Context: an optimization exercise on an open-source flow, tuned for small area, a short achievable clock period and few clock cycles per item. The choices shown serve that exercise and are no tape-out recipe.
No activity file was given, so power comes from the tool's default toggle rates.

==> 05-20: inputs <==
// mf_thresh
module mf_thresh #(
    parameter T = 8
) (
    input  wire               clk,
    input  wire               rst,           
    input  wire               in_valid,
    output wire               in_ready,
    input  wire               in_kind,       
    input  wire        [15:0] in_chan,
    input  wire signed [31:0] in_value,
    input  wire        [7:0]  in_flags,      
    input  wire        [15:0] in_tout,       
    input  wire        [15:0] in_tag,
    input  wire        [2:0]  in_thr,
    input  wire        [2:0]  in_field,      
    input  wire        [31:0] in_data,
    output wire               rep_valid,
    input  wire               rep_ready,
    output reg         [2:0]  rep_thr,
    output reg         [1:0]  rep_old,
    output reg         [1:0]  rep_new,
    output reg  signed [31:0] rep_value,
    output reg         [15:0] rep_tag
);
clock: 18.0 ns
lec_check: 0
cap_margin: 30
core_margin: 2
core_utilization: 30
place_density: 0.5
slew_margin: 30
run.sh (not shown) runs the stock make flow with config.mk's settings and CLKGATE_MAP_FILE= SYNTH_SCRIPT=/design/flow/synth_recipe.tcl, a recipe that flattens the netlist after the stock synthesis.
==> inputs of 07-22, as changes to 05-20 <==
==> flow/design.v (replaced) <==
module mf_thresh #(
    parameter T = 8
) (
    input  wire               clk,
    input  wire               rst,           
    input  wire               in_valid,
    output wire               in_ready,
    input  wire               in_kind,       
    input  wire        [15:0] in_chan,
    input  wire signed [31:0] in_value,
    input  wire        [7:0]  in_flags,      
    input  wire        [15:0] in_tout,       
    input  wire        [15:0] in_tag,
    input  wire        [2:0]  in_thr,
    input  wire        [2:0]  in_field,      
    input  wire        [31:0] in_data,
    output wire               rep_valid,
    input  wire               rep_ready,
    output reg         [2:0]  rep_thr,
    output reg         [1:0]  rep_old,
    output reg         [1:0]  rep_new,
    output reg  signed [31:0] rep_value,
    output reg         [15:0] rep_tag
);
    localparam [1:0] UNKNOWN = 2'd0, BELOW = 2'd1, INSIDE = 2'd2, ABOVE = 2'd3;
    localparam [15:0] NONE = 16'hFFFF;
    integer t;
    reg        [15:0] chan  [0:T-1];
    reg signed [31:0] upper [0:T-1];
    reg signed [31:0] lower [0:T-1];
    reg        [31:0] hyst  [0:T-1];
    reg        [15:0] dwell [0:T-1];
    reg        [1:0]  zone  [0:T-1];
    reg        [1:0]  cand  [0:T-1];
    reg        [15:0] rem   [0:T-1];
    reg        [15:0] tl    [0:T-1];
    reg  rdy;
    assign in_ready = rdy;
    reg               s1v, s1k, s1clr, s1skip;
    reg        [15:0] s1chan;
    reg signed [31:0] s1val;
    reg        [15:0] s1tout, s1tag;
    reg               s2v, s2k, s2clr, s2skip;
    reg        [T-1:0] s2m, s2gtu, s2ltl, s2hu, s2hl, s2ne;
    reg signed [31:0] s2val;
    reg        [15:0] s2tout, s2tag;
    reg               rv;
    reg        [T-1:0] gf;
    reg        [1:0]  gold [0:T-1];
    reg        [1:0]  gnew [0:T-1];
    assign rep_valid = rv;
    reg        [2:0]  sph;           
    reg        [2:0]  sidx;
    reg        [3:0]  scnt;
    reg        [15:0] sdw, stl, sq, sr, sp;
    reg               ssat;
    wire s2go = s2v & (s2k | (~rv & ~|s2ne));
    wire s1go = ~s2v | s2go;
    wire [2:0] s1thr   = s1chan[2:0];
    wire [2:0] s1field = s1chan[5:3];
    reg [T-1:0] c_m, c_gtu, c_ltl, c_hu, c_hl, c_ne;
    reg signed [32:0] du, dl;
    always @* begin
        for (t = 0; t < T; t = t + 1) begin
            c_m[t] = s1v && !s1k && (chan[t] != NONE) && (chan[t] == s1chan);
            du = {upper[t][31], upper[t]} - {s1val[31], s1val};    
            dl = {s1val[31], s1val} - {lower[t][31], lower[t]};    
            c_gtu[t] = du[32];
            c_ltl[t] = dl[32];
            c_hu[t]  = du[31:0] <= hyst[t];
            c_hl[t]  = dl[31:0] <= hyst[t];
            if (s2v && !s2k && s2m[t] && !s2skip)
                c_ne[t] = c_m[t] && !s1skip && (s2tout != s1tout);
            else
                c_ne[t] = c_m[t] && !s1skip && (tl[t] != s1tout) && (rem[t] != 16'd0);
        end
    end
    wire [2:0]  w_thr   = s2tag[2:0];
    wire [2:0]  w_field = s2tag[5:3];
    reg [T-1:0] fire, upd;
    reg [1:0]   z0 [0:T-1];
    reg [1:0]   cc [0:T-1];
    reg [1:0]   n_zone [0:T-1];
    reg [1:0]   n_cand [0:T-1];
    reg [15:0]  n_rem  [0:T-1];
    reg [1:0]   cd0;
    reg [15:0]  r0, rs;
    reg [16:0]  dd;
    reg         same, cont, ok, wt;
    always @* begin
        for (t = 0; t < T; t = t + 1) begin
            z0[t] = s2clr ? UNKNOWN : zone[t];
            cd0   = s2clr ? UNKNOWN : cand[t];
            r0    = s2clr ? 16'd0 : rem[t];
            if (s2gtu[t])                       cc[t] = ABOVE;
            else if (s2ltl[t])                  cc[t] = BELOW;
            else if (z0[t] == ABOVE && s2hu[t]) cc[t] = ABOVE;
            else if (z0[t] == BELOW && s2hl[t]) cc[t] = BELOW;
            else                                cc[t] = INSIDE;
            same = cc[t] == z0[t];
            cont = (cc[t] == cd0) && (r0 != 16'd0);
            rs   = cont ? r0 : dwell[t];
            dd   = {1'b0, rs} - {1'b0, s2tout};
            ok   = dd[16] || (dd[15:0] == 16'd0);           
            fire[t] = !s2k && s2m[t] && !s2skip && !same && ok;
            wt   = s2k && (w_thr == t) && (w_field <= 3'd4);
            upd[t] = (!s2k && s2m[t]) || wt;
            if (s2k) begin
                n_zone[t] = (w_field == 3'd0) ? UNKNOWN : zone[t];
                n_cand[t] = (w_field == 3'd0) ? UNKNOWN : cand[t];
                n_rem[t]  = 16'd0;
            end else if (s2skip) begin
                n_zone[t] = z0[t];
                n_cand[t] = cd0;
                n_rem[t]  = r0;
            end else begin
                n_zone[t] = (!same && ok) ? cc[t] : z0[t];
                n_cand[t] = cc[t];
                n_rem[t]  = (same || ok) ? 16'd0 : dd[15:0];
            end
        end
    end
    wire [T-1:0] ff  = fire & (~fire + 1'b1);
    wire [T-1:0] gff = gf & (~gf + 1'b1);
    reg  [2:0]   ff_thr, gff_thr;
    reg  [1:0]   ff_old, ff_new, gff_old, gff_new;
    always @* begin
        ff_thr = 3'd0; ff_old = 2'd0; ff_new = 2'd0;
        gff_thr = 3'd0; gff_old = 2'd0; gff_new = 2'd0;
        for (t = 0; t < T; t = t + 1) begin
            if (ff[t]) begin
                ff_thr = ff_thr | t[2:0];
                ff_old = ff_old | z0[t];
                ff_new = ff_new | cc[t];
            end
            if (gff[t]) begin
                gff_thr = gff_thr | t[2:0];
                gff_old = gff_old | gold[t];
                gff_new = gff_new | gnew[t];
            end
        end
    end
    wire [T-1:0] s_low  = s2ne & (~s2ne + 1'b1);
    wire [16:0]  s_r2   = {sr, sq[15]};
    wire [16:0]  s_r2m  = s_r2 - {1'b0, stl};
    wire [17:0]  s_p2   = {1'b0, sp, 1'b0} + (s_r2m[16] ? 18'd0 : {2'b00, s2tout});
    wire [16:0]  s_left = {1'b0, sdw} - {1'b0, sp};
    wire [15:0]  s_res  = (ssat || s_left[16] || s_left[15:0] == 16'd0) ? 16'd1 : s_left[15:0];
    wire         s_need = (rem[sidx] != 16'd0) && (tl[sidx] != s2tout);
    wire        s1v_n = (in_valid & rdy) | (s1v & ~s1go);
    wire        s2v_n = s1go ? s1v : s2v;
    wire        s2k_n = s1go ? s1k : s2k;
    reg [T-1:0] s2ne_n;
    reg         rv_n;
    always @* begin
        s2ne_n = s2ne;
        if (s1go) s2ne_n = c_ne;
        else if ((sph == 3'd1 && !s_need) || sph == 3'd4) s2ne_n = s2ne & ~(8'd1 << sidx);
        rv_n = rv;
        if (s2go && !s2k) rv_n = |fire;
        else if (rv && rep_ready && gf == {T{1'b0}}) rv_n = 1'b0;
    end
    always @(posedge clk) begin
        if (rst) begin
            rdy  <= 1'b1;
            s1v  <= 1'b0;
            s2v  <= 1'b0;
            s2ne <= {T{1'b0}};
            rv   <= 1'b0;
            gf   <= {T{1'b0}};
            sph  <= 3'd0;
            for (t = 0; t < T; t = t + 1) begin
                chan[t]  <= NONE;
                upper[t] <= 32'sh7FFFFFFF;
                lower[t] <= 32'sh80000000;
                hyst[t]  <= 32'd0;
                dwell[t] <= 16'd0;
                zone[t]  <= UNKNOWN;
                cand[t]  <= UNKNOWN;
                rem[t]   <= 16'd0;
            end
        end else begin
            rdy <= ~s1v_n | ~s2v_n | s2k_n | (~rv_n & ~|s2ne_n);
            s1v <= s1v_n;
            if (rdy) begin
                s1k    <= in_kind;
                s1chan <= in_kind ? {10'd0, in_field, in_thr} : in_chan;
                s1clr  <= in_flags[7];
                s1skip <= in_flags[0] | in_flags[1];
                s1val  <= in_kind ? in_data : in_value;
                s1tout <= in_tout;
                s1tag  <= in_tag;
            end
            if (s1go && s1v && s1k) begin
                for (t = 0; t < T; t = t + 1) begin
                    if (s1thr == t) begin
                        case (s1field)
                            3'd0: chan[t]  <= s1val[15:0];
                            3'd1: upper[t] <= s1val;
                            3'd2: lower[t] <= s1val;
                            3'd3: hyst[t]  <= s1val;
                            default: ;
                        endcase
                    end
                end
            end
            s2v  <= s2v_n;
            s2ne <= s2ne_n;
            if (s1go) begin
                s2k    <= s1k;
                s2m    <= c_m;
                s2clr  <= s1clr;
                s2skip <= s1skip;
                s2val  <= s1val;
                s2tout <= s1tout;
                s2tag  <= s1k ? {10'd0, s1chan[5:0]} : s1tag;
                s2gtu  <= c_gtu;
                s2ltl  <= c_ltl;
                s2hu   <= c_hu;
                s2hl   <= c_hl;
            end
            if (s2go) begin
                for (t = 0; t < T; t = t + 1) begin
                    if (upd[t]) begin
                        zone[t] <= n_zone[t];
                        cand[t] <= n_cand[t];
                        rem[t]  <= n_rem[t];
                        if (!s2k && !s2skip) tl[t] <= s2tout;
                    end
                    if (s2k && w_thr == t && w_field == 3'd4)
                        dwell[t] <= s2val[15:0];
                end
            end
            rv <= rv_n;
            if (s2go && !s2k) begin
                rep_thr   <= ff_thr;
                rep_old   <= ff_old;
                rep_new   <= ff_new;
                rep_value <= s2val;
                rep_tag   <= s2tag;
                gf        <= fire & ~ff;
                for (t = 0; t < T; t = t + 1) begin
                    gold[t] <= z0[t];
                    gnew[t] <= cc[t];
                end
            end else if (rv && rep_ready && gf != {T{1'b0}}) begin
                rep_thr <= gff_thr;
                rep_old <= gff_old;
                rep_new <= gff_new;
                gf      <= gf & ~gff;
            end
            case (sph)
                3'd0: if (s2v && !s2k && s2ne != {T{1'b0}}) begin
                    sph <= 3'd1;
                    for (t = T - 1; t >= 0; t = t - 1)
                        if (s_low[t]) sidx <= t[2:0];
                end
                3'd1: begin
                    sdw <= dwell[sidx];
                    stl <= tl[sidx];
                    sq  <= rem[sidx];
                    sph <= s_need ? 3'd2 : 3'd0;
                end
                3'd2: begin
                    sq   <= sdw - sq;
                    sr   <= 16'd0;
                    sp   <= 16'd0;
                    ssat <= 1'b0;
                    scnt <= 4'd0;
                    sph  <= 3'd3;
                end
                3'd3: begin
                    scnt <= scnt + 4'd1;
                    sq   <= {sq[14:0], 1'b0};
                    sr   <= s_r2m[16] ? s_r2[15:0] : s_r2m[15:0];
                    sp   <= s_p2[15:0];
                    ssat <= ssat | (s_p2[17:16] != 2'd0);
                    if (scnt == 4'd15) sph <= 3'd4;
                end
                default: begin
                    sph <= 3'd0;
                    rem[sidx] <= s_res;
                    tl[sidx]  <= s2tout;
                end
            endcase
        end
    end
endmodule
CORE_UTILIZATION = 55   (was 30)
PLACE_DENSITY = 0.7   (was 0.5)
==> comparison <==
Global-route usage: 05-20 is lower than 07-22 (14 points).
Against 07-22, the clock power of 05-20 is higher by 6.3%.
Between 05-20 and 07-22, the lower design area is in 07-22 (gap about 1.8%, measured against 07-22).
Between 07-22 and 05-20, the lower clock-buffer cell count is in 07-22 (gap 43).
Flip-flop and latch count: 05-20 is lower than 07-22 (41).
Between 07-22 and 05-20, the lower die area is in 07-22 (gap 45%, measured against 05-20).
Of 05-20 and 07-22, 07-22 has the higher maximum frequency (gap about 20%, measured against 07-22).
Against 07-22, the cell count of 05-20 is higher by 13%.
Core utilization: 05-20 is lower than 07-22 (27 points).
Of 07-22 and 05-20, 07-22 has the higher worst hold slack (gap 20 ps).
==> figures <==
| item | 05-20 | 07-22 |
|---|---|---|
| CP max stage delay | 600 ps | 910 ps |
| Clock latency on the worst-skew pair | 940 ps | 880 ps |
| Sequential Area | 38900 sq um | 40100 sq um |
| Simple-gate area share of the yosys netlist | 0.178 | 0.177 |
| # nets final | 15000 | 15000 |
| Fraction of area in multi-input gates | 0.547 | 0.554 |
| Sw Pwr | 2.87 mW | 2.96 mW |
| Reported leakage power | 46.7 nW | 47.6 nW |
| FF-to-FF End | rem[1][0]$_DFFE_PP_ | rdy$_SDFF_PP1_ |
| Share of final layout cell area taken by clock buffers and inverters | 0.0535 | 0.0512 |
| Violation count after the first detailed-route iteration | 9073 | 10800 |
| Initial antenna violation count | 33 | 15 |
| Post-synthesis compound-gate area fraction | 0.180 | 0.192 |
| Clock network power consumption | 4.41 mW | 4.15 mW |
| Multi-input logic area | 71300 sq um | 70900 sq um |
| Post-synthesis cell count | 13600 | 13700 |
| Post-layout min period | 10190 ps | 8170 ps |
| CP Depth | 37 | 25 |
| Flip-flop and latch power | 3.98 mW | 4.13 mW |
| Run status | finished clean | finished clean |
| CORE AREA | 382000 sq um | 210000 sq um |
No run of this note included a check of the RTL's function; only the layout flow was run.

-- afterwards: timing with drivers on the ports --
How much do the figures lean on ideal ports? The routed layouts below were timed once more, with nothing changed but the port constraints.
Step 1 (the two cells are an assumption about what drives the block):
set clk [get_ports {clk}]
set_driving_cell -lib_cell sky130_fd_sc_hd__clkbuf_16 $clk
set_driving_cell -lib_cell sky130_fd_sc_hd__buf_2 [delete_from_list [all_inputs] $clk]
Step 2 adds t to the input delays and takes it off the output delays; t is the mean of the earliest and latest rising clock arrival at the registers after step 1. Input paths then give back, and output paths get back, about the clock's delay inside the block.
Three values: ideal, step 1, step 2; two values: the first two.
| run | t, ns | setup WS [ns] | clock arrival spread, ns | worst register clock-pin slew, ns |
|---|---|---|---|---|
| 05-20 | 1.023 | 7.809 / 7.809 / 7.809 | 0.092 / 0.092 | 0.07 / 0.07 |
| 07-22 | 0.951 | 9.826 / 9.826 / 9.826 | 0.039 / 0.039 | 0.07 / 0.07 |
After both steps every run listed still meets setup and hold.
